From an optimization exercise on the open Yosys and OpenROAD flow, aimed at small area, a short achievable clock period and few clock cycles per item; shortcuts taken in it are not production practice. In this exercise RTL edits were held to simulation tests only and were not proved equivalent to the original.

### flow/design.v
module sha256_lane (
    input  wire         clk,
    input  wire         rst,           
    input  wire         in_valid,
    output wire         in_ready,
    input  wire         in_first,
    input  wire [511:0] in_block,      
    output reg          out_valid,
    output wire [255:0] out_digest     
);
    localparam [31:0] IV0 = 32'h6a09e667, IV1 = 32'hbb67ae85,
                      IV2 = 32'h3c6ef372, IV3 = 32'ha54ff53a,
                      IV4 = 32'h510e527f, IV5 = 32'h9b05688c,
                      IV6 = 32'h1f83d9ab, IV7 = 32'h5be0cd19;
    localparam [31:0] K0  = 32'h428a2f98;
    reg        run;         
    reg        fin;         
    reg        ld;          
    reg  [2:0] idl;         
    reg  [5:0] kidx;        
    reg        first;       
    reg        live;        
    reg        shift;       
    reg        nld, nshift;
    reg  [3:0] ivs;         
    wire        acc   = ld & in_valid;
    wire        last  = (kidx == 6'd0);             
    wire        ff_n  = run & ((kidx[5:2] == 4'b1111 & kidx[1:0] != 2'b00) | last);
    reg [31:0] a, b, c, d, e, f, g, h;
    reg [31:0] hk;          
    reg [31:0] w [0:15];    
    reg [31:0] x0, x1, x2, x3, y0, y1, y2, y3;
    reg  [31:0] kq;
    wire [5:0]  kidx_nx = (run & ~last) ? kidx + 6'd1 : 6'd0;
    reg  [31:0] k_n;
    always @(*) begin
        case (kidx_nx)
            6'd0:  k_n = 32'h428a2f98; 6'd1:  k_n = 32'h71374491;
            6'd2:  k_n = 32'hb5c0fbcf; 6'd3:  k_n = 32'he9b5dba5;
            6'd4:  k_n = 32'h3956c25b; 6'd5:  k_n = 32'h59f111f1;
            6'd6:  k_n = 32'h923f82a4; 6'd7:  k_n = 32'hab1c5ed5;
            6'd8:  k_n = 32'hd807aa98; 6'd9:  k_n = 32'h12835b01;
            6'd10: k_n = 32'h243185be; 6'd11: k_n = 32'h550c7dc3;
            6'd12: k_n = 32'h72be5d74; 6'd13: k_n = 32'h80deb1fe;
            6'd14: k_n = 32'h9bdc06a7; 6'd15: k_n = 32'hc19bf174;
            6'd16: k_n = 32'he49b69c1; 6'd17: k_n = 32'hefbe4786;
            6'd18: k_n = 32'h0fc19dc6; 6'd19: k_n = 32'h240ca1cc;
            6'd20: k_n = 32'h2de92c6f; 6'd21: k_n = 32'h4a7484aa;
            6'd22: k_n = 32'h5cb0a9dc; 6'd23: k_n = 32'h76f988da;
            6'd24: k_n = 32'h983e5152; 6'd25: k_n = 32'ha831c66d;
            6'd26: k_n = 32'hb00327c8; 6'd27: k_n = 32'hbf597fc7;
            6'd28: k_n = 32'hc6e00bf3; 6'd29: k_n = 32'hd5a79147;
            6'd30: k_n = 32'h06ca6351; 6'd31: k_n = 32'h14292967;
            6'd32: k_n = 32'h27b70a85; 6'd33: k_n = 32'h2e1b2138;
            6'd34: k_n = 32'h4d2c6dfc; 6'd35: k_n = 32'h53380d13;
            6'd36: k_n = 32'h650a7354; 6'd37: k_n = 32'h766a0abb;
            6'd38: k_n = 32'h81c2c92e; 6'd39: k_n = 32'h92722c85;
            6'd40: k_n = 32'ha2bfe8a1; 6'd41: k_n = 32'ha81a664b;
            6'd42: k_n = 32'hc24b8b70; 6'd43: k_n = 32'hc76c51a3;
            6'd44: k_n = 32'hd192e819; 6'd45: k_n = 32'hd6990624;
            6'd46: k_n = 32'hf40e3585; 6'd47: k_n = 32'h106aa070;
            6'd48: k_n = 32'h19a4c116; 6'd49: k_n = 32'h1e376c08;
            6'd50: k_n = 32'h2748774c; 6'd51: k_n = 32'h34b0bcb5;
            6'd52: k_n = 32'h391c0cb3; 6'd53: k_n = 32'h4ed8aa4a;
            6'd54: k_n = 32'h5b9cca4f; 6'd55: k_n = 32'h682e6ff3;
            6'd56: k_n = 32'h748f82ee; 6'd57: k_n = 32'h78a5636f;
            6'd58: k_n = 32'h84c87814; 6'd59: k_n = 32'h8cc70208;
            6'd60: k_n = 32'h90befffa; 6'd61: k_n = 32'ha4506ceb;
            6'd62: k_n = 32'hbef9a3f7; default: k_n = 32'hc67178f2;
        endcase
    end
    function [31:0] bk_add;
        input [31:0] x, y;
        reg   [31:0] p, gg, pp;
        integer i, l;
        begin
            p  = x ^ y;
            gg = x & y;
            pp = p;
            for (l = 1; l < 32; l = l * 2)
                for (i = 2 * l - 1; i < 32; i = i + 2 * l) begin
                    gg[i] = gg[i] | (pp[i] & gg[i-l]);
                    pp[i] = pp[i] & pp[i-l];
                end
            for (l = 8; l >= 1; l = l / 2)
                for (i = 3 * l - 1; i < 32; i = i + 2 * l) begin
                    gg[i] = gg[i] | (pp[i] & gg[i-l]);
                    pp[i] = pp[i] & pp[i-l];
                end
            bk_add = p ^ {gg[30:0], 1'b0};
        end
    endfunction
    wire [31:0] e6  = {e[5:0], e[31:6]}, e11 = {e[10:0], e[31:11]}, e25 = {e[24:0], e[31:25]};
    wire [31:0] a2  = {a[1:0], a[31:2]}, a13 = {a[12:0], a[31:13]}, a22 = {a[21:0], a[31:22]};
    wire [31:0] s1  = e6 ^ e11 ^ e25;
    wire [31:0] ch  = (e & f) | (~e & g);
    wire [31:0] s0  = a2 ^ a13 ^ a22;
    wire [31:0] maj = (a & b) | (a & c) | (b & c);
    wire [31:0] ap_s = (hk ^ e6) ^ (w[0] ^ e11) ^ e25;
    wire [31:0] ap_c = ((s1 & (hk | w[0])) | (~s1 & (hk & w[0]))) << 1;
    wire [31:0] aq_s = (ch ^ a2) ^ (maj ^ a13) ^ a22;
    wire [31:0] aq_c = ((s0 & (ch | maj)) | (~s0 & (ch & maj))) << 1;
    wire [31:0] ar_s = ap_s ^ ap_c ^ aq_s;
    wire [31:0] ar_c = ((ap_s & ap_c) | (ap_s & aq_s) | (ap_c & aq_s)) << 1;
    wire [31:0] at_s = ar_s ^ ar_c ^ aq_c;
    wire [31:0] at_c = ((ar_s & ar_c) | (ar_s & aq_c) | (ar_c & aq_c)) << 1;
    wire [31:0] a_new = at_s + at_c;
    wire [31:0] eq_s = ap_s ^ ap_c ^ ch;
    wire [31:0] eq_c = ((ap_s & ap_c) | (ap_s & ch) | (ap_c & ch)) << 1;
    wire [31:0] er_s = eq_s ^ eq_c ^ d;
    wire [31:0] er_c = ((eq_s & eq_c) | (eq_s & d) | (eq_c & d)) << 1;
    wire [31:0] e_new = er_s + er_c;
    wire [31:0] ms0  = {w[1][6:0], w[1][31:7]} ^ {w[1][17:0], w[1][31:18]} ^ (w[1] >> 3);
    wire [31:0] ms1  = {w[14][16:0], w[14][31:17]} ^ {w[14][18:0], w[14][31:19]} ^ (w[14] >> 10);
    wire [31:0] wp_s = w[0] ^ w[9] ^ ms0;
    wire [31:0] wp_c = ((w[0] & w[9]) | (w[0] & ms0) | (w[9] & ms0)) << 1;
    wire [31:0] wq_s = wp_s ^ wp_c ^ ms1;
    wire [31:0] wq_c = ((wp_s & wp_c) | (wp_s & ms1) | (wp_c & ms1)) << 1;
    wire [31:0] w_new = wq_s + wq_c;
    wire [31:0] xsel  = ivs[3] ? IV3 : ivs[2] ? IV2 : ivs[1] ? IV1 : ivs[0] ? IV0 : x3;
    wire [31:0] ysel  = ivs[3] ? IV7 : ivs[2] ? IV6 : ivs[1] ? IV5 : ivs[0] ? IV4 : y3;
    wire [31:0] sum_x = bk_add(xsel, live ? a : 32'd0);
    wire [31:0] sum_y = bk_add(ysel, live ? e : 32'd0);
    wire [31:0] hsrc  = ({32{ld}} & y2) | ({32{nld}} & g);
    wire [31:0] hk_n  = bk_add(hsrc, kq);
    wire        ldf   = ld & in_first;
    wire        ldx   = ld & ~in_first;
    wire [31:0] mf    = {32{ldf}};
    wire [31:0] mx    = {32{ldx}};
    wire [31:0] mn    = {32{nld}};
    wire [31:0] ml    = {32{ld}};
    wire [31:0] ms    = {32{shift}};
    wire [31:0] mh    = {32{nshift}};
    assign in_ready   = ld;
    assign out_digest = {x0, x1, x2, x3, y0, y1, y2, y3};
    integer i;
    always @(posedge clk) begin
        if (rst) begin
            run       <= 1'b0;
            fin       <= 1'b0;
            ld        <= 1'b1;
            nld       <= 1'b0;
            idl       <= 3'd0;
            kidx      <= 6'd0;
            kq        <= K0;
            live      <= 1'b0;
            shift     <= 1'b1;
            nshift    <= 1'b0;
            ivs       <= 4'd0;
            out_valid <= 1'b0;
        end else begin
            out_valid <= fin;
            run       <= acc | (run & ~last);
            fin       <= run & last;
            ld        <= (run & last) | idl[2];
            nld       <= ~((run & last) | idl[2]);
            idl       <= {idl[1:0], ld & ~in_valid};
            live      <= acc | run;
            shift     <= ff_n | idl[2] | (|idl[1:0]) | (ld & ~in_valid);
            nshift    <= ~(ff_n | idl[2] | (|idl[1:0]) | (ld & ~in_valid));
            ivs       <= {4{first}} & {run & (kidx == 6'd61), run & (kidx == 6'd62),
                                       run & (kidx == 6'd63), run & last};
            kq        <= acc ? 32'h71374491 : k_n;
            if (acc) begin
                kidx  <= 6'd1;
                first <= in_first;
            end else if (run & ~last)
                kidx  <= kidx + 6'd1;
        end
        x0 <= (ms & sum_x) | (mh & x0); x1 <= (ms & x0) | (mh & x1);
        x2 <= (ms & x1) | (mh & x2);    x3 <= (ms & x2) | (mh & x3);
        y0 <= (ms & sum_y) | (mh & y0); y1 <= (ms & y0) | (mh & y1);
        y2 <= (ms & y1) | (mh & y2);    y3 <= (ms & y2) | (mh & y3);
        for (i = 0; i < 15; i = i + 1)
            w[i] <= (ml & in_block[511 - 32*i -: 32]) | (mn & w[i+1]);
        w[15] <= (ml & in_block[31:0]) | (mn & w_new);
        a <= (mf & IV0) | (mx & sum_x) | (mn & a_new);
        b <= (mf & IV1) | (mx & x0)    | (mn & a);
        c <= (mf & IV2) | (mx & x1)    | (mn & b);
        d <= (mf & IV3) | (mx & x2)    | (mn & c);
        e <= (mf & IV4) | (mx & sum_y) | (mn & e_new);
        f <= (mf & IV5) | (mx & y0)    | (mn & e);
        g <= (mf & IV6) | (mx & y1)    | (mn & f);
        h <= (mf & IV7) | (mx & y2)    | (mn & g);
        hk <= ({32{ldf}} & (IV7 + K0)) | ({32{~ldf}} & hk_n);
    end
endmodule
### flow/flow/run.sh
#!/bin/bash
# The standard layout (standard.sh, unchanged synthesis), with two
# differences in how the layout is made:
#  - the timing repair steps aim for a setup slack margin well above zero,
#    so that the achieved period is pushed down;
#  - the port buffers that global placement inserts use the smallest buffer
#    (buf_1) instead of the delay cell buffer_ports picks by default.
set -euo pipefail
export SETUP_SLACK_MARGIN=11.25
export BUFFER_PORTS_ARGS="-buffer_cell sky130_fd_sc_hd__buf_1"
bash standard.sh > standard.log 2>&1
### flow/standard.sh
#!/bin/bash
# synth_recipe.tcl (not shown) runs the flow's synth.tcl, then flattens the netlist and writes it again
# the make line also repeats each setting of config.mk as NAME=value (left out here)
make -C /OpenROAD-flow-scripts/flow DESIGN_CONFIG=/design/flow/config.mk WORK_HOME=/design/flow/orfs CLKGATE_MAP_FILE= SYNTH_SCRIPT=/design/flow/synth_recipe.tcl "${@:-finish}"
### flow/config.mk
export PLATFORM = sky130hd
export DESIGN_NAME = sha256_lane
export DESIGN_NICKNAME = sha256_lane
export VERILOG_FILES = /design/flow/design.v
export SDC_FILE = /design/flow/constraint.sdc
export NUM_CORES = 4
export LEC_CHECK = 0
export CAP_MARGIN = 20
export CORE_MARGIN = 2
export CORE_UTILIZATION = 50
export CTS_CLUSTER_DIAMETER = 80
export CTS_CLUSTER_SIZE = 25
export PLACE_DENSITY = 0.65
export SLEW_MARGIN = 20
### flow/constraint.sdc
create_clock -name core_clock -period 16.0 [get_ports {clk}]
set_input_delay 3.2000 -clock core_clock [delete_from_list [all_inputs] [get_ports {clk}]]
set_output_delay 3.2000 -clock core_clock [all_outputs]
set_load 0.01 [all_outputs]
==> reports/metrics.cfg, run 1 <==
[cts]
cts_tree = built
holdBufCountCts = 0
cts.clk_slew.worst_paths_ns = 0.10
root_buffer = clkbuf_16
htreeDepth = 2
clock-sinks = 1078
clock_latency_ns = 0.73
cts_made_buffers = 56
cts_buffer_depth = 3

[timing]
finClkSkew_ns = 0.0290
min_period_ns = 4.79
max_freq_ghz = 0.209
hold_viol = 0
fin_crit_sh = 0.300
slew_violations = 0
tightest_slew_ns = 1.31
relSlewSlack = 0.129
fin_setup_tns_ns = 0
rsz0062_at_grt = yes
setup_viol = 0

[synth]
synthFlopType = dfxtp_1
synth-seq-cells = 1078
yosys_warnings = 2
syn_area_um2 = 53600
ys_async_sr_fraction = 0
synth_top_area_cell = dfxtp_1
synth_common_cells = dfxtp_1 (1077), a22o_1 (838), nand2_1 (483)
synth_top_area_frac = 0.403
ys_top_cells_by_area = dfxtp_1 (40%), a22o_1 (14%), fa_1 (8.7%)
synth_edf_count = 1
yosys.cell_count.top_type = dfxtp_1
avgSynthCellArea_um2 = 9.94
yosysSeqAreaShare = 0.403
netlist_instances = 5387
ys_types = 83
syn_nets = 6337

[layout]
layout.area.seq_um2 = 21700
layout-drive-gt1-share = 0.0783
multiInputGateArea_um2 = 31000
final_util = 0.570
finalInstanceArea_um2 = 60800
nets = 6877
fill_cells = 9633
areaGrowthSynthToFinish_pct = 13.5

[critical_path]
end_kind = register
cp_max_fo = 6
worstSetupPathType = register to register
start_kind = register
reg2reg_slack_ns = 11.21
worstPathArrival_ns = 5.41
crit_required_ns = 16.62

[placement]
placed_area_um2 = 57200
dp_hpwl_mm = 173
gp_congestion = 1.05
io_buffer_count = 773

[drt]
wirelength_mm = 223
routedWlPerCell_um = 30.2
first_iter_violations = 5947
wl_met3_mm = 26.2
drc = 0
dr_wl_met2_mm = 97.6
vias_per_cell = 6.29
top_layer_used = met5
wl_met1_mm = 90.6
detail-route-antenna-nets = 0
vias = 46300
drt-pass1-iter-count = 6

[global_routing]
grt_pass1_wl_mm = 312
track_usage = 0.387
grt_max_degree = 198
antenna_found_initial = 31
grt_pass1_vias = 43000
overflow = 0

[floorplanning]
io_pins = 774
rows = 120
die_area_um2 = 110000
die_y_um = 331
core-area_um2 = 107000
start_util = 0.502
die_x_um = 331

[min_path]
hold_class = register to register

[run_status]
outcome = complete, no violations

[run]
cap_violations = 0

[critical path, stage by stage (launching register included)]
cell	delay, ns
dfxtp_4	0.41
xnor2_1	0.18
xnor2_2	0.40
xnor2_1	0.18
fa_1	0.58
fa_1	0.46
ha_4	0.28
a21o_1	0.15
a21o_1	0.17
a221o_1	0.39
o211a_1	0.28
o21ai_2	0.24
a31oi_4	0.14
o21a_1	0.23
or3_1	0.31
a32o_1	0.26
[path summary, 6_finish.rpt]
path / depth (start not counted) / to / start
max reg2reg: 15 / a[28] / a[13]
max: 15 / a[28] / a[13]
min: 1 / w[14][23] / w[15][23]
min reg2reg: 1 / w[14][23] / w[15][23]
[through the flow]
step,cells,setup slack (ns),hold WS [ns]
3_5_place_dp,7215,10.27,0.421
3_3_place_gp,7215,10.41,0.416
5_1_grt,7366,11.12,0.452
6_report,7369,11.21,0.426
4_1_cts,7329,11.20,0.424
2_1_floorplan,5387,11.42,0.393
[logic make-up after synthesis]
logic type / synth area share
compound gates: 0.243
mux: 0.00762
xor+xnor: 0.0830
fa+ha+maj: 0.144
buf+inv: 0.0388
simple gates: 0.0809
flops: 0.403
[repair_timing]
item,4_1_cts,5_1_grt
pin swaps,24,36
gates resized for setup,186,119
gates cloned,2,0
setup endpoints to repair,85,50
setup buffers,31,24
[state kept, by name, summed over array words and instances (netlist names), 3 cells and up]
register and flops:
a 32, g 32, c 32, d 32, hk 32, y1 32, kq 32, ivs 4
f 32, y3 32, y0 32, w 512, idl 3, x1 32, e 32, x3 32
y2 32, x0 32, x2 32, b 32, kidx 6
[metal layers]
metal  GRT usage  vias up
met4       0.130       14
met3      0.0947      404
met1       0.542    22900
li1            -    20300
met5           0        -
met2       0.586     2734
[final cells by class]
class,count,share of cell area
clock buffer,62,0.0237
inverter,138,0.00864
clock inverter,19,0.00473
tap,1403,0.0289
antenna,16,0.000659
sequential,1078,0.357
multi-input combinational,3766,0.511
timing repair buffer,887,0.0654
[cells in the final DEF (no fill, tap or decap), drive strengths merged, types with 150 or more instances in the layout]
master and instances:
dfxtp 1077, buf 884, a22o 838, nand2 486, xnor2 355, o21ai 349
fa 232, nor2 213, ha 202, a21oi 174, xor2 150
Testbench counts, summed over its fixed seeds: cycles 24,976, blocks 384.
==> inputs of run 2 (changes only) <==
--- a/flow/config.mk
+++ b/flow/config.mk
@@ -9,6 +9,6 @@
 export CORE_MARGIN = 2
-export CORE_UTILIZATION = 50
+export CORE_UTILIZATION = 60
 export CTS_CLUSTER_DIAMETER = 80
 export CTS_CLUSTER_SIZE = 25
-export PLACE_DENSITY = 0.65
+export PLACE_DENSITY = 0.72
 export SLEW_MARGIN = 20
==> run 2 against run 1 <==
Net effect: critical path type unchanged; synthesized cell count is the same; worst setup slack got worse by 0.0077 ns; count of clock-buffer cells in the layout is 4 lower; register-to-register slack is essentially flat; largest cell class unchanged; still clean on timing, DRC and antenna; non-clock buffer count increased by 7; via count grew 1.3%; wire length decreased by 2.4%.
==> reports/metrics.cfg, run 2 <==
[timing]
fin_setup_tns_ns = 0  ; unchanged
hold_viol = 0  ; unchanged
min_period_ns = 4.80  ; +0.00770 ns
final.setup.worst_slack_ns = 11.20  ; -0.00770 ns
setup_viol = 0  ; unchanged
tightest_slew_ns = 1.14  ; -0.162 ns
rsz0062_at_grt = yes
relSlewSlack = 0.237  ; +0.108
finClkSkew_ns = 0.0512  ; +0.0222 ns
fin_crit_sh = 0.300  ; +0.000481
slew_violations = 0  ; unchanged
max_freq_ghz = 0.208  ; -0.16%

[synth]
synth_edf_count = 1  ; unchanged
syn_area_um2 = 53600  ; unchanged
syn_nets = 6337  ; unchanged
synth_common_cells = dfxtp_1 (1077), a22o_1 (838), nand2_1 (483)
avgSynthCellArea_um2 = 9.94  ; unchanged
netlist_instances = 5387  ; unchanged
yosys_warnings = 2  ; unchanged
synth-seq-cells = 1078  ; unchanged
yosysSeqAreaShare = 0.403  ; unchanged
synthFlopType = dfxtp_1
ys_types = 83  ; unchanged
synth_top_area_frac = 0.403  ; unchanged
ys_async_sr_fraction = 0  ; unchanged
synth_top_area_cell = dfxtp_1
yosys.cell_count.top_type = dfxtp_1
ys_top_cells_by_area = dfxtp_1 (40%), a22o_1 (14%), fa_1 (8.7%)

[placement]
dp_hpwl_mm = 166  ; -4.0%
gp_congestion = 1.05  ; -0.18%
dp.cells = 6970  ; -3.4%
dp_slack_ns = 10.26  ; -0.00970 ns
io_buffer_count = 773  ; unchanged

[floorplanning]
rows = 109  ; -9.2%
die_area_um2 = 91700  ; -16%
die_x_um = 303  ; -8.6%
io_pins = 774  ; unchanged
die_y_um = 303  ; -8.6%
start_util = 0.606  ; +0.104
core-area_um2 = 88400  ; -17%

[critical_path]
start_kind = register
reg2regPathDepth = 9  ; -6
reg2reg_slack_ns = 11.20  ; about the same
crit_required_ns = 16.54  ; -0.08 ns
reg2reg_from = kidx[1]
cp_max_fo = 16  ; +10
end_kind = register
worstPathArrival_ns = 5.34  ; -0.07 ns
worstSetupPathType = register to register
cp-startpoint = kidx[1]

[layout]
fill_cells = 7083  ; -26%
layout-drive-gt1-share = 0.0831  ; +0.00480
final_common_cell = dfxtp_1
largest-register = w
areaGrowthSynthToFinish_pct = 13.6  ; about the same
final_cells = 7134  ; -3.2%
nets = 6886  ; +0.13%
largest_register_ffs = 512  ; unchanged
multiInputGateArea_um2 = 31300  ; +0.97%
layout_common_cells = dfxtp_1 (1016), a22o_1 (838), buf_1 (772), nand2_1 (481), o21ai_0 (306)
layout.area.seq_um2 = 21700  ; about the same

[cts]
cts_tree = built
clock_latency_ns = 0.72  ; about the same
cts_made_buffers = 55  ; -1.8%
root_buffer = clkbuf_16
cts.clk_slew.worst_paths_ns = 0.10  ; about the same
cts_buffer_depth = 3  ; unchanged
clock-sinks = 1078  ; unchanged
htreeDepth = 2  ; unchanged

[min_path]
min_from = idl[2]
hold_class = register to register
hold_depth = 2  ; +1

[drt]
drc = 0  ; unchanged
vias = 47000  ; +1.3%
routedWlPerCell_um = 30.5  ; +0.81%
wirelength_mm = 218  ; -2.4%
vias_per_cell = 6.58  ; +4.6%
detail-route-antenna-nets = 0  ; unchanged
first_iter_violations = 6841  ; +15%
drt-pass1-iter-count = 8  ; +2

[global_routing]
overflow = 0  ; unchanged
track_usage = 0.448  ; +0.0608
grt_max_degree = 227  ; +15%
grt_pass1_wl_mm = 298  ; -4.3%
antenna_found_initial = 19  ; -39%
grt_pass1_vias = 42400  ; -1.3%

[run]
cap_violations = 0  ; unchanged

[run_status]
outcome = complete, no violations

[run 2: what timing repair did]
action,in CTS,in global routing
gates cloned,3,3
gates resized for setup,175,178
pin swaps,13,39
endpoints found under the setup margin,84,53
buffers inserted,18,50
hold buffers,0,0
[run 2: metal layers]
metal  vias to the layer above  wire length, µm  GRT usage  part of all wire
li1                      20300                -          -                 -
met1                     23000            83200      0.617              0.38
met2                      3142            93600      0.660              0.43
met3                       543            30300      0.135              0.14
met4                        16            10300      0.179             0.048
met5                         -              110          0           0.00051
[run 2: kinds of logic after synthesis]
| group | after synthesis | share of synthesized area |
|---|---|---|
| buf+inv | 543 | 0.0388 |
| compound gates | 1752 | 0.243 |
| flops | 1078 | 0.403 |
| fa+ha+maj | 488 | 0.144 |
| mux | 38 | 0.00762 |
| simple gates | 982 | 0.0809 |
| xor+xnor | 506 | 0.0830 |
[run 2: worst paths after layout]
check           to
max reg2reg  kq[6]
min             ld
max          kq[6]
min reg2reg     ld
[run 2: stage by stage]
step / hold WS, ns / cell area (µm²) / utilization
after floorplan: 0.393 / 53600 / -
after global placement: 0.403 / 56800 / 0.643
after detailed placement: 0.412 / 56800 / 0.643
after CTS: 0.431 / 59400 / 0.672
after global routing: 0.448 / 60800 / 0.688
final: 0.428 / 60800 / 0.688
[run 2: critical path, cell delays in order, from the launching register on]
cell	delay [ns]
dfxtp_1	0.43
inv_1	0.11
ha_1	0.82
nand2_2	0.51
inv_2	0.48
ha_1	0.82
nand2_1	0.26
a311oi_1	0.47
o21ai_0	0.18
a21oi_1	0.53
[run 2: area by class of cell]
class / instances / share of cell area
inverters: 138 / 0.00862
diodes: 14 / 0.000576
repair buffers: 894 / 0.0668
multi-input cells: 3769 / 0.515
clock inverters: 18 / 0.00455
clock buffers: 58 / 0.0228
well taps: 1165 / 0.0240
flip-flops and latches: 1078 / 0.357
==> inputs of run 3 (changes only) <==
--- a/flow/design.v
+++ b/flow/design.v
@@ -25,5 +25,2 @@
     reg  [3:0] ivs;         
-    wire        acc   = ld & in_valid;
-    wire        last  = (kidx == 6'd0);             
-    wire        ff_n  = run & ((kidx[5:2] == 4'b1111 & kidx[1:0] != 2'b00) | last);
     reg [31:0] a, b, c, d, e, f, g, h;
@@ -32,7 +29,5 @@
     reg [31:0] x0, x1, x2, x3, y0, y1, y2, y3;
-    reg  [31:0] kq;
-    wire [5:0]  kidx_nx = (run & ~last) ? kidx + 6'd1 : 6'd0;
-    reg  [31:0] k_n;
+    reg [31:0] k_n;
     always @(*) begin
-        case (kidx_nx)
+        case (kidx)
             6'd0:  k_n = 32'h428a2f98; 6'd1:  k_n = 32'h71374491;
@@ -124,3 +119,3 @@
     wire [31:0] hsrc  = ({32{ld}} & y2) | ({32{nld}} & g);
-    wire [31:0] hk_n  = bk_add(hsrc, kq);
+    wire [31:0] hk_n  = hsrc + k_n;
     wire        ldf   = ld & in_first;
@@ -135,2 +130,5 @@
     assign out_digest = {x0, x1, x2, x3, y0, y1, y2, y3};
+    wire        acc   = ld & in_valid;
+    wire        last  = (kidx == 6'd0);             
+    wire        ff_n  = run & ((kidx[5:2] == 4'b1111 & kidx[1:0] != 2'b00) | last);
     integer i;
@@ -144,3 +142,2 @@
             kidx      <= 6'd0;
-            kq        <= K0;
             live      <= 1'b0;
@@ -162,3 +159,2 @@
                                        run & (kidx == 6'd63), run & last};
-            kq        <= acc ? 32'h71374491 : k_n;
             if (acc) begin
--- a/flow/config.mk
+++ b/flow/config.mk
@@ -9,6 +9,6 @@
 export CORE_MARGIN = 2
-export CORE_UTILIZATION = 60
+export CORE_UTILIZATION = 50
 export CTS_CLUSTER_DIAMETER = 80
 export CTS_CLUSTER_SIZE = 25
-export PLACE_DENSITY = 0.72
+export PLACE_DENSITY = 0.65
 export SLEW_MARGIN = 20
==> run 3 against run 2 <==
Net effect: worst setup slack gained 0.016 ns; sequential share of layout area fell by 0.59 points; via count decreased by 3.5%; core utilization decreased by 12 points; global-route usage decreased by 6.5 points; largest cell class unchanged.
==> reports/metrics.cfg, run 3 <==
[min_path]
hold_depth = 1  ; -1
hold_class = register to register
min_to = nld
min_from = idl[2]

[run_status]
outcome = complete, no violations

[floorplanning]
die_y_um = 329  ; +8.6%
io_pins = 774  ; unchanged
rows = 119  ; +9.2%
core-area_um2 = 105000  ; +19%
start_util = 0.502  ; -0.104
die_x_um = 329  ; +8.6%
die_area_um2 = 108000  ; +18%

[synth]
ys_top_cells_by_area = dfxtp_1 (40%), a22o_1 (14%), fa_1 (8.2%)
avgSynthCellArea_um2 = 9.82  ; -1.2%
netlist_instances = 5366  ; -0.39%
ys_async_sr_fraction = 0  ; unchanged
syn_area_um2 = 52700  ; -1.6%
yosysSeqAreaShare = 0.397  ; -0.00570
synth_top_area_frac = 0.397  ; -0.00571
synth_top_area_cell = dfxtp_1
synth_edf_count = 1  ; unchanged
yosys_warnings = 2  ; unchanged
yosys.cell_count.top_type = dfxtp_1
synth-seq-cells = 1046  ; -3.0%
synthFlopType = dfxtp_1
ys_types = 80  ; -3.6%
syn_nets = 6307  ; -0.47%
synth_common_cells = dfxtp_1 (1045), a22o_1 (833), nand2_1 (519)

[timing]
slew_violations = 0  ; unchanged
fin_setup_tns_ns = 0  ; unchanged
max_freq_ghz = 0.209  ; +0.34%
tightest_slew_ns = 1.25  ; +0.102 ns
setup_viol = 0  ; unchanged
hold_viol = 0  ; unchanged
finClkSkew_ns = 0.0531  ; +0.00187 ns
fin_crit_sh = 0.299  ; -0.00101
rsz0062_at_grt = yes
min_period_ns = 4.78  ; -0.0162 ns
relSlewSlack = 0.169  ; -0.0680

[cts]
root_buffer = clkbuf_16
cts_buffer_depth = 3  ; unchanged
htreeDepth = 2  ; unchanged
cts.clk_slew.worst_paths_ns = 0.10  ; about the same
cts_made_buffers = 55  ; unchanged
holdBufCountCts = 0  ; unchanged
clock_latency_ns = 0.73  ; about the same
clock-sinks = 1046  ; -3.0%
cts_tree = built

[placement]
dp_hpwl_mm = 168  ; +1.6%
dp.cells = 7170  ; +2.9%
gp_congestion = 1.02  ; -3.2%
io_buffer_count = 773  ; unchanged

[critical_path]
reg2reg_slack_ns = 11.22  ; +0.02 ns
worstPathArrival_ns = 5.39  ; +0.05 ns
rr_endpoint = a[29]
worstSetupPathType = register to register
end_kind = register
reg2reg_from = e[30]
crit_required_ns = 16.61  ; +0.07 ns
cp_max_fo = 6  ; -10
reg2regPathDepth = 14  ; +5
start_kind = register

[drt]
first_iter_violations = 5567  ; -19%
vias = 45300  ; -3.5%
vias_per_cell = 6.18  ; -6.1%
drc = 0  ; unchanged
detail-route-antenna-nets = 0  ; unchanged
routedWlPerCell_um = 29.6  ; -3.0%
drt-pass1-iter-count = 8  ; unchanged
wirelength_mm = 217  ; -0.31%

[layout]
layout-drive-gt1-share = 0.0860  ; +0.00289
fill_cells = 9586  ; +35%
areaGrowthSynthToFinish_pct = 13.9
largest-register = w
final_common_cell = dfxtp_1
nets = 6849  ; -0.54%
final_cells = 7330  ; +2.7%
layout_common_cells = dfxtp_1 (977), a22o_1 (833), buf_1 (772), nand2_1 (517), xnor2_1 (309)
largest_register_ffs = 512  ; unchanged

[global_routing]
grt_pass1_wl_mm = 300  ; +0.71%
antenna_found_initial = 23  ; +4
grt_max_degree = 238  ; +4.8%
overflow = 0  ; unchanged
track_usage = 0.383  ; -0.0652
grt_pass1_vias = 41400  ; -2.4%

[run]
cap_violations = 0  ; unchanged

==> run 3: cell count changes in the layout (fill, tap and decap cells not counted), sizes merged, moves of 13 or more <==
cell / before / now
a21o: 107 / 64
nor3: 47 / 60
nand2: 486 / 519
inv: 146 / 131
dfxtp: 1077 / 1045
a21oi: 174 / 200
fa: 232 / 217
o21ai: 349 / 377
==> run 3: worst max path at each step <==
stage | start | end | slack [ns] | cells after the start
floorplan | ivs[1] | e[31] | 11.38 | 19
global placement | ivs[3] | e[31] | 10.08 | 19
detailed placement | e[6] | e[29] | 10.29 | 18
CTS | e[11] | e[29] | 11.14 | 18
global route | e[10] | e[29] | 11.09 | 18
finish | e[30] | a[29] | 11.22 | 14
==> run 3: routing by layer <==
layer  up-vias  GRT usage  part of all wire
met5         -          0           0.00042
met4        14      0.104             0.030
met3       294     0.0863              0.11
met2      2295      0.566              0.43
met1     22500      0.560              0.43
li1      20200          -                 -
==> run 3: repair_timing <==
action,CTS,global route
pin swaps,22,77
endpoints found under the setup margin,141,64
cloned,0,2
gates resized for setup,171,200
buffers inserted,21,49
==> run 3: cell families after synthesis <==
kind of cell / share of synthesized area
compound gates: 0.240
xor+xnor: 0.0843
fa+ha+maj: 0.142
buf+inv: 0.0376
flops: 0.397
mux: 0.0121
simple gates: 0.0864
==> run 3: cell type report <==
cell class,count,area (µm²),share of cell area
repair buffers,884,3940,0.0655
multi-input cells,3794,31000,0.517
well taps,1391,1740,0.0290
flip-flops and latches,1046,21100,0.351
clock buffers,57,1380,0.0230
clock inverters,21,323,0.00538
inverters,127,500,0.00834
diodes,10,25.0,0.000417
==> run 3: critical path: stages, from the launching register on <==
cell and delay, ns:
dfxtp_1 0.68, xnor2_2 0.25, o21ai_2 0.31, fa_1 0.50
fa_1 0.46, ha_1 0.36, o21a_1 0.21, o21a_1 0.23
a2111oi_4 0.40, o41ai_4 0.16, a31o_4 0.31, a21o_1 0.20
o41ai_2 0.35, xor2_1 0.17, o21ai_1 0.06
==> run 3: metrics by stage <==
stage / area [µm²] / setup slack, ns / hold WS, ns / util
after floorplan: 52700 / 11.38 / 0.395 / -
after global routing: 60000 / 11.09 / 0.417 / 0.572
final: 60000 / 11.22 / 0.416 / 0.572
after detailed placement: 56200 / 10.29 / 0.402 / 0.536
after CTS: 58800 / 11.14 / 0.410 / 0.560
after global placement: 56200 / 10.08 / 0.395 / 0.536
Testbench counts of run 3, summed over its fixed seeds: cycles 24,976, blocks 384.
==> inputs of run 4 (changes only) <==
--- a/flow/config.mk
+++ b/flow/config.mk
@@ -14 +14,2 @@
 export SLEW_MARGIN = 20
+export TNS_END_PERCENT = 10
==> run 4 against run 3 <==
Net effect: synthesized cell count stayed put; final cell count is 0.49% lower; worst setup slack worse by 0.027 ns; critical endpoint is now a[24]; die area stayed put; non-clock buffer count is 33 lower; wire length is 0.51% lower; first-iteration DRC count is 1.8% higher; maximum frequency is 0.55% lower; clock skew is 0.0075 ns higher; highest routed layer unchanged; sequential share of layout area is 0.34 points higher; count of clock-buffer cells in the layout stayed put.
==> reports/metrics.cfg, run 4 <==
[synth]
yosys_warnings = 2  ; unchanged
synth_mux_area_frac = 0.0121  ; unchanged
synthFlopType = dfxtp_1
syn_nets = 6307  ; unchanged
synth_top_family_by_area = compound AO/OA/AOI/OAI gates
yosysSeqAreaShare = 0.397  ; unchanged
ys_types = 80  ; unchanged
synth_common_cells = dfxtp_1 (1045), a22o_1 (833), nand2_1 (519)
yosys.cell_count.top_type = dfxtp_1
avgSynthCellArea_um2 = 9.82  ; unchanged
netlist_instances = 5366  ; unchanged
synth_top_area_cell = dfxtp_1
synth_top_area_frac = 0.397  ; unchanged
ys_top_cells_by_area = dfxtp_1 (40%), a22o_1 (14%), fa_1 (8.2%)
synth_compound_area_frac = 0.240  ; unchanged
synth_xor_area_frac = 0.0843  ; unchanged
syn_area_um2 = 52700  ; unchanged
ys_async_sr_fraction = 0  ; unchanged
synth-simple-area-share = 0.0864  ; unchanged
synth-seq-cells = 1046  ; unchanged
synth_edf_count = 1  ; unchanged
synthAdderAreaFrac = 0.142  ; unchanged

[floorplanning]
die_area_um2 = 108000  ; unchanged
io_pins = 774  ; unchanged
die_y_um = 329  ; unchanged
start_util = 0.502  ; unchanged
die_x_um = 329  ; unchanged
rows = 119  ; unchanged
core-area_um2 = 105000  ; unchanged

[timing]
rsz0062_at_grt = yes
fin_crit_sh = 0.301  ; +0.00166
tightest_slew_ns = 1.18  ; -0.0632 ns
setup_viol = 0  ; unchanged
fin_setup_tns_ns = 0  ; unchanged
min_period_ns = 4.81  ; +0.0266 ns
hold_viol = 0  ; unchanged
max_freq_ghz = 0.208  ; -0.55%
final.setup.worst_slack_ns = 11.19  ; -0.0266 ns
relSlewSlack = 0.211  ; +0.0422
finClkSkew_ns = 0.0606  ; +0.00752 ns
slew_violations = 0  ; unchanged

[cts]
htreeDepth = 2  ; unchanged
holdBufCountCts = 0  ; unchanged
cts.clk_slew.worst_paths_ns = 0.10  ; about the same
cts_buffer_depth = 3  ; unchanged
root_buffer = clkbuf_16
clock-sinks = 1046  ; unchanged
clock_latency_ns = 0.74  ; about the same
cts_tree = built
cts_made_buffers = 55  ; unchanged

[drt]
drc = 0  ; unchanged
routedWlPerCell_um = 29.6  ; about the same
drt-pass1-iter-count = 6  ; -2
wirelength_mm = 216  ; -0.51%
dr_wl_met2_mm = 93.0  ; -0.66%
detail-route-antenna-nets = 0  ; unchanged
wl_met1_mm = 93.6  ; about the same
vias = 45000  ; -0.70%
vias_per_cell = 6.17  ; -0.21%
top_layer_used = met5
wl_met3_mm = 22.6  ; -2.2%
first_iter_violations = 5669  ; +1.8%

[critical_path]
critPathTopFamily = adder cells
worstPathArrival_ns = 5.43  ; +0.04 ns
end_kind = register
crit_required_ns = 16.62  ; about the same
cp_max_fo = 6  ; unchanged
worst-path-buf-inv = 1  ; +1
start_kind = register
path_cells = mux2_2 > xnor2_1 > xnor2_1 > fa_2 > fa_1 > ha_1 > inv_1 > fa_1 > nor2b_2 > o31ai_2 > a21oi_2 > a21oi_2 > a21boi_1 > o21ai_2 > a21oi_1 > o2111ai_1 > or3b_1
worstSetupPathType = register to register
critPathSlowestCell = fa_2
cpPeakStageDelay_ns = 0.48  ; -0.20 ns

[run_status]
outcome = complete, no violations

[layout]
largest-register = w
final_common_cell = dfxtp_1
largest_register_ffs = 512  ; unchanged
areaGrowthSynthToFinish_pct = 12.6
layout-drive-gt1-share = 0.0709  ; -0.0151
nets = 6814  ; -0.51%
layout_common_cells = dfxtp_1 (993), a22o_1 (833), buf_1 (772), nand2_1 (517), xnor2_1 (319)

[global_routing]
antenna_found_initial = 20  ; -13%
track_usage = 0.382  ; -0.000648
grt_pass1_vias = 41400  ; -0.0072%
overflow = 0  ; unchanged
grt_max_degree = 238  ; unchanged
grt_pass1_wl_mm = 300  ; -0.18%

[run]
cap_violations = 0  ; unchanged

[min_path]
hold_class = register to register

[placement]
dp_hpwl_mm = 168  ; unchanged
io_buffer_count = 773  ; unchanged
dp_slack_ns = 10.29  ; unchanged
gp_congestion = 1.02  ; unchanged

-- run 4: logic make-up after synthesis --
kind of cell,Yosys count
flip-flops,1046
multiplexers,47
AND/OR/NAND/NOR,1036
XOR/XNOR,506
buffers and inverters,528
adder cells (fa/ha/maj),479
AO/OA/AOI/OAI,1724
-- run 4: path summary, 6_finish.rpt --
check | start | endpoint | slack, ns | cells past startpoint
max | e[1] | a[24] | 11.19 | 17
min | w[15][10] | w[14][10] | 0.41 | 1
max reg2reg | e[1] | a[24] | 11.19 | 17
min reg2reg | w[15][10] | w[14][10] | 0.41 | 1
-- run 4: area by class of cell --
type	count	area, µm²
clock buffers	57	1380
clock inverters	21	323
well taps	1391	1740
inverters	127	500
multi-input cells	3792	30700
fillers	9636	45600
repair buffers	851	3630
flip-flops and latches	1046	21100
diodes	9	22.5
-- run 4: stage by stage --
| stage | instance area, µm² | std cells | util | hold slack (ns) |
|---|---|---|---|---|
| 6_report | 59400 | 7294 | 0.566 | 0.412 |
| 5_1_grt | 59400 | 7291 | 0.565 | 0.417 |
| 4_1_cts | 58700 | 7266 | 0.559 | 0.410 |
| 3_5_place_dp | 56200 | 7170 | 0.536 | 0.402 |
| 3_3_place_gp | 56200 | 7170 | 0.536 | 0.395 |
| 2_1_floorplan | 52700 | 5366 | - | 0.395 |
-- run 4: metal layers --
layer | global-route usage | up-vias
met5 | 0 | -
met4 | 0.109 | 14
met3 | 0.0900 | 295
met2 | 0.562 | 2209
met1 | 0.557 | 22400
li1 | - | 20100
-- run 4: repair_timing --
item,4_1_cts,5_1_grt
pin swaps,14,39
setup endpoints to repair,141,67
resized for setup,143,139
cloned,0,0
setup buffers,18,19

-- what the ideal ports hide --
The results above use ideal ports. As a check the final layouts listed here were re-extracted and re-timed, cells and wires unchanged. Step 1 sets driving cells, clkbuf_16 on the clock port and buf_2 on the other inputs (assumed; they add their load-dependent delay and slew). Step 2, shift: input delay + t, output delay - t, t = (earliest + latest rising clock arrival at the registers) / 2. This alone moves slack from input paths to output paths. a / b / c = ideal ports / drivers / drivers and shift; a / b = the first two.
| run | t, ns | slack for setup (ns) | hold slack, ns | worst setup path after step 2 | worst data-port slew with drivers (ns) |
|---|---|---|---|---|---|
| run 1 | 0.784 | 11.207 / 11.207 / 10.658 | 0.426 / 0.426 / 0.426 | input to register | 0.16 |
| run 2 | 0.766 | 11.199 / 11.178 / 10.554 | 0.428 / 0.428 / 0.428 | input to register | 0.14 |
| run 3 | 0.798 | 11.215 / 11.170 / 10.665 | 0.416 / 0.416 / 0.416 | input to register | 0.13 |
| run 4 | 0.795 | 11.189 / 11.167 / 10.544 | 0.412 / 0.412 / 0.412 | input to register | 0.14 |
After both steps every run listed still meets setup and hold.
